What follows belongs to an exercise in optimizing a design on an open flow for small area; a production flow would make more cautious choices.
In this exercise RTL edits were held to simulation tests only and were not proved equivalent to the original.
Power and IR drop assume default switching activity.

Setup of blue:
Design lpe_vstage, start of the top module:
module lpe_vstage (
    input  wire        clk,
    input  wire        rst,
    input  wire        clear,
    input  wire        start,
    input  wire [15:0] e,
    input  wire [15:0] kp_k,
    input  wire [3:0]  kp_s,
    input  wire [15:0] ki_k,
    input  wire [3:0]  ki_s,
    input  wire [15:0] ilim_lo,
    input  wire [15:0] ilim_hi,
    input  wire [15:0] ulim_lo,
    input  wire [15:0] ulim_hi,
    input  wire        cond,
    input  wire        bq1_en,
    input  wire [15:0] bq1_b0, bq1_b1, bq1_b2, bq1_a1, bq1_a2,
    input  wire        bq2_en,
    input  wire [15:0] bq2_b0, bq2_b1, bq2_b2, bq2_a1, bq2_a2,
    input  wire [15:0] vulim_lo,
    input  wire [15:0] vulim_hi,
    output reg         done,
    output reg  [15:0] iq0,         
    output reg         clamp_i
);
    localparam OP_KI = 4'd0, OP_KP = 4'd1,
               OP_A2A = 4'd2, OP_A1A = 4'd3, OP_B2A = 4'd4, OP_B1A = 4'd5, OP_B0A = 4'd6,
               OP_A2B = 4'd7, OP_A1B = 4'd8, OP_B2B = 4'd9, OP_B1B = 4'd10, OP_B0B = 4'd11,
               OP_NONE = 4'd15;
    function automatic [35:0] add36(input [35:0] a, input [35:0] b, input c);
        integer i;
        reg cy;
        begin
            cy = c;
            for (i = 0; i < 36; i = i + 1) begin
                add36[i] = a[i] ^ b[i] ^ cy;
                cy = (a[i] & b[i]) | (cy & (a[i] ^ b[i]));
            end
        end
    endfunction
    function automatic lt22(input [21:0] a, input [21:0] b);
        integer i;
  ...
clock: 15.0 ns
lec_check: 0
cap_margin: 20
core_margin: 2
core_utilization: 40
place_density: 0.6
slew_margin: 20
standard.sh (not shown) runs the stock make flow with config.mk's settings and CLKGATE_MAP_FILE= SYNTH_SCRIPT=/design/flow/synth_recipe.tcl, a recipe that flattens the netlist after the stock synthesis.
==> flow/flow/run.sh <==
#!/bin/bash
# The standard layout with two changes:
#  - every port is buffered by a buf_1 instead of the default clkdlybuf4s50_1;
#  - clock tree synthesis builds from clkbuf_4/clkbuf_8 and adds no dummy loads.
# make's output goes to layout.log here; ORFS keeps each step's log under orfs/logs.
set -euo pipefail
bash standard.sh \
  "BUFFER_PORTS_ARGS=-buffer_cell sky130_fd_sc_hd__buf_1" \
  "CTS_ARGS=-sink_clustering_enable -repair_clock_nets -dont_use_dummy_load -buf_list {sky130_fd_sc_hd__clkbuf_4 sky130_fd_sc_hd__clkbuf_8}" \
  finish > layout.log 2>&1
blue has completed all stages; timing, DRC and antenna checks passed.
[inputs] red vs blue
==> flow/flow/run.sh <==
#!/bin/bash
# The standard layout with two changes:
#  - every port is buffered by a buf_1 instead of the default clkdlybuf4s50_1;
#  - clock tree synthesis builds from clkbuf_4/clkbuf_8 and adds no dummy loads; sinks are clustered 20 to a buffer within 50 um.
# make's output goes to layout.log here; ORFS keeps each step's log under orfs/logs.
set -euo pipefail
bash standard.sh \
  "BUFFER_PORTS_ARGS=-buffer_cell sky130_fd_sc_hd__buf_1" \
  "CTS_ARGS=-sink_clustering_enable -repair_clock_nets -dont_use_dummy_load -sink_clustering_size 20 -sink_clustering_max_diameter 50 -buf_list {sky130_fd_sc_hd__clkbuf_4 sky130_fd_sc_hd__clkbuf_8}" \
  finish > layout.log 2>&1
==> summary.txt <==
Comparing red and blue, the lower fraction of the cycle the final worst path needs is on blue.
blue and red ended up with roughly the same DRC marker count from the first detailed-route iteration.
Delta (red minus blue): worst voltage drop across the vdd grid has decreased, area added between synthesis and finish lost 1.6 points, time the worst path needs with I/O delays and setup climbed 0.029 ns, final setup slack of the worst path lost 0.029 ns, hold slack shrank by 0.0074 ns.

========
alpha:
lpe_vstage, a different RTL version from the one above (not shown whole).
Size: roughly 1,900 cells after synthesis, about 360 flip-flops, about 340 I/O pins, about 0.019 sq mm of cells after synthesis.
==> flow/design.v (excerpt) <==
module lpe_vstage (
    input  wire        clk,
    input  wire        rst,
    input  wire        clear,
    input  wire        start,
    input  wire [15:0] e,
    input  wire [15:0] kp_k,
    input  wire [3:0]  kp_s,
    input  wire [15:0] ki_k,
    input  wire [3:0]  ki_s,
    input  wire [15:0] ilim_lo,
    input  wire [15:0] ilim_hi,
    input  wire [15:0] ulim_lo,
    input  wire [15:0] ulim_hi,
    input  wire        cond,
    input  wire        bq1_en,
    input  wire [15:0] bq1_b0, bq1_b1, bq1_b2, bq1_a1, bq1_a2,
    input  wire        bq2_en,
    input  wire [15:0] bq2_b0, bq2_b1, bq2_b2, bq2_a1, bq2_a2,
    input  wire [15:0] vulim_lo,
    input  wire [15:0] vulim_hi,
    output reg         done,
    output reg  [15:0] iq0,         
    output reg         clamp_i
);
Settings: LEC_CHECK=0, CAP_MARGIN=20, CORE_MARGIN=2, CORE_UTILIZATION=65, PLACE_DENSITY=0.78, SLEW_MARGIN=20; clock period 15.0 ns.
==> flow/flow/run.sh <==
#!/bin/bash
# The standard layout with two changes:
#  - every port is buffered by a buf_1 instead of the default clkdlybuf4s50_1;
#  - clock tree synthesis builds from clkbuf_4/clkbuf_8 and adds no dummy loads; sinks are clustered 20 to a buffer within 50 um.
# make's output goes to layout.log here; ORFS keeps each step's log under orfs/logs.
set -euo pipefail
bash standard.sh \
  "BUFFER_PORTS_ARGS=-buffer_cell sky130_fd_sc_hd__buf_1" \
  "CTS_ARGS=-sink_clustering_enable -repair_clock_nets -dont_use_dummy_load -sink_clustering_size 20 -sink_clustering_max_diameter 50 -buf_list {sky130_fd_sc_hd__clkbuf_4 sky130_fd_sc_hd__clkbuf_8}" \
  finish > layout.log 2>&1
alpha ended with every stage complete and zero timing, DRC or antenna violations.
For beta, these inputs were changed with respect to alpha:
--- a/flow/config.mk
+++ b/flow/config.mk
@@ -9,4 +9,4 @@
 export CORE_MARGIN = 2
-export CORE_UTILIZATION = 65
-export PLACE_DENSITY = 0.78
+export CORE_UTILIZATION = 55
+export PLACE_DENSITY = 0.7
 export SLEW_MARGIN = 20
==> comparison <==
- Compared to alpha, beta has routed via count 493 lower.
- Sort beta and alpha by met1 track demand over resource in global routing asc -> top: beta
- Diff alpha -> beta: combinational gate power shrank by about 1%; design area +0.46%; total length of routed wires went down; maximum achievable frequency rose about 1%.
- Against alpha, beta reports a share of power burned in the clock network that is higher.
- [beta] area added between synthesis and finish rose 0.52 points relative to alpha
- Delta (beta minus alpha): sequential share of cell area shrank by 0.17 points, final layout net count held steady.

re-timing with driven ports:
In the flow no input, the clock included, has a driving cell. The finished layouts below were timed again as built, in two steps. Step 1 sets driving cells, clkbuf_16 on the clock port and buf_2 on the other inputs (assumed; they add their load-dependent delay and slew). Step 2 moves the port delays by t, midway between the first and last clock arrival at a register: inputs arrive t later, outputs are due t later. That takes back most of the time a late clock gives input paths. Slacks: ideal / step 1 / step 2; pairs: ideal / step 1.
run | shift t [ns] | setup slack, ns | worst register clock-pin slew, ns
blue | 0.623 | 0.372 / 0.407 / -0.215 | 0.07 / 0.07
red | 0.600 | 0.343 / 0.379 / -0.221 | 0.11 / 0.11
alpha | 0.635 | 0.380 / 0.380 / -0.052 | 0.12 / 0.12
beta | 0.582 | 0.523 / 0.523 / 0.055 | 0.11 / 0.11
Met with ideal ports but missed after step 2: setup timing in blue, red and alpha. The setup slack of blue, which loses most, moves by +0.035 ns with the drivers and by -0.587 ns with both steps.
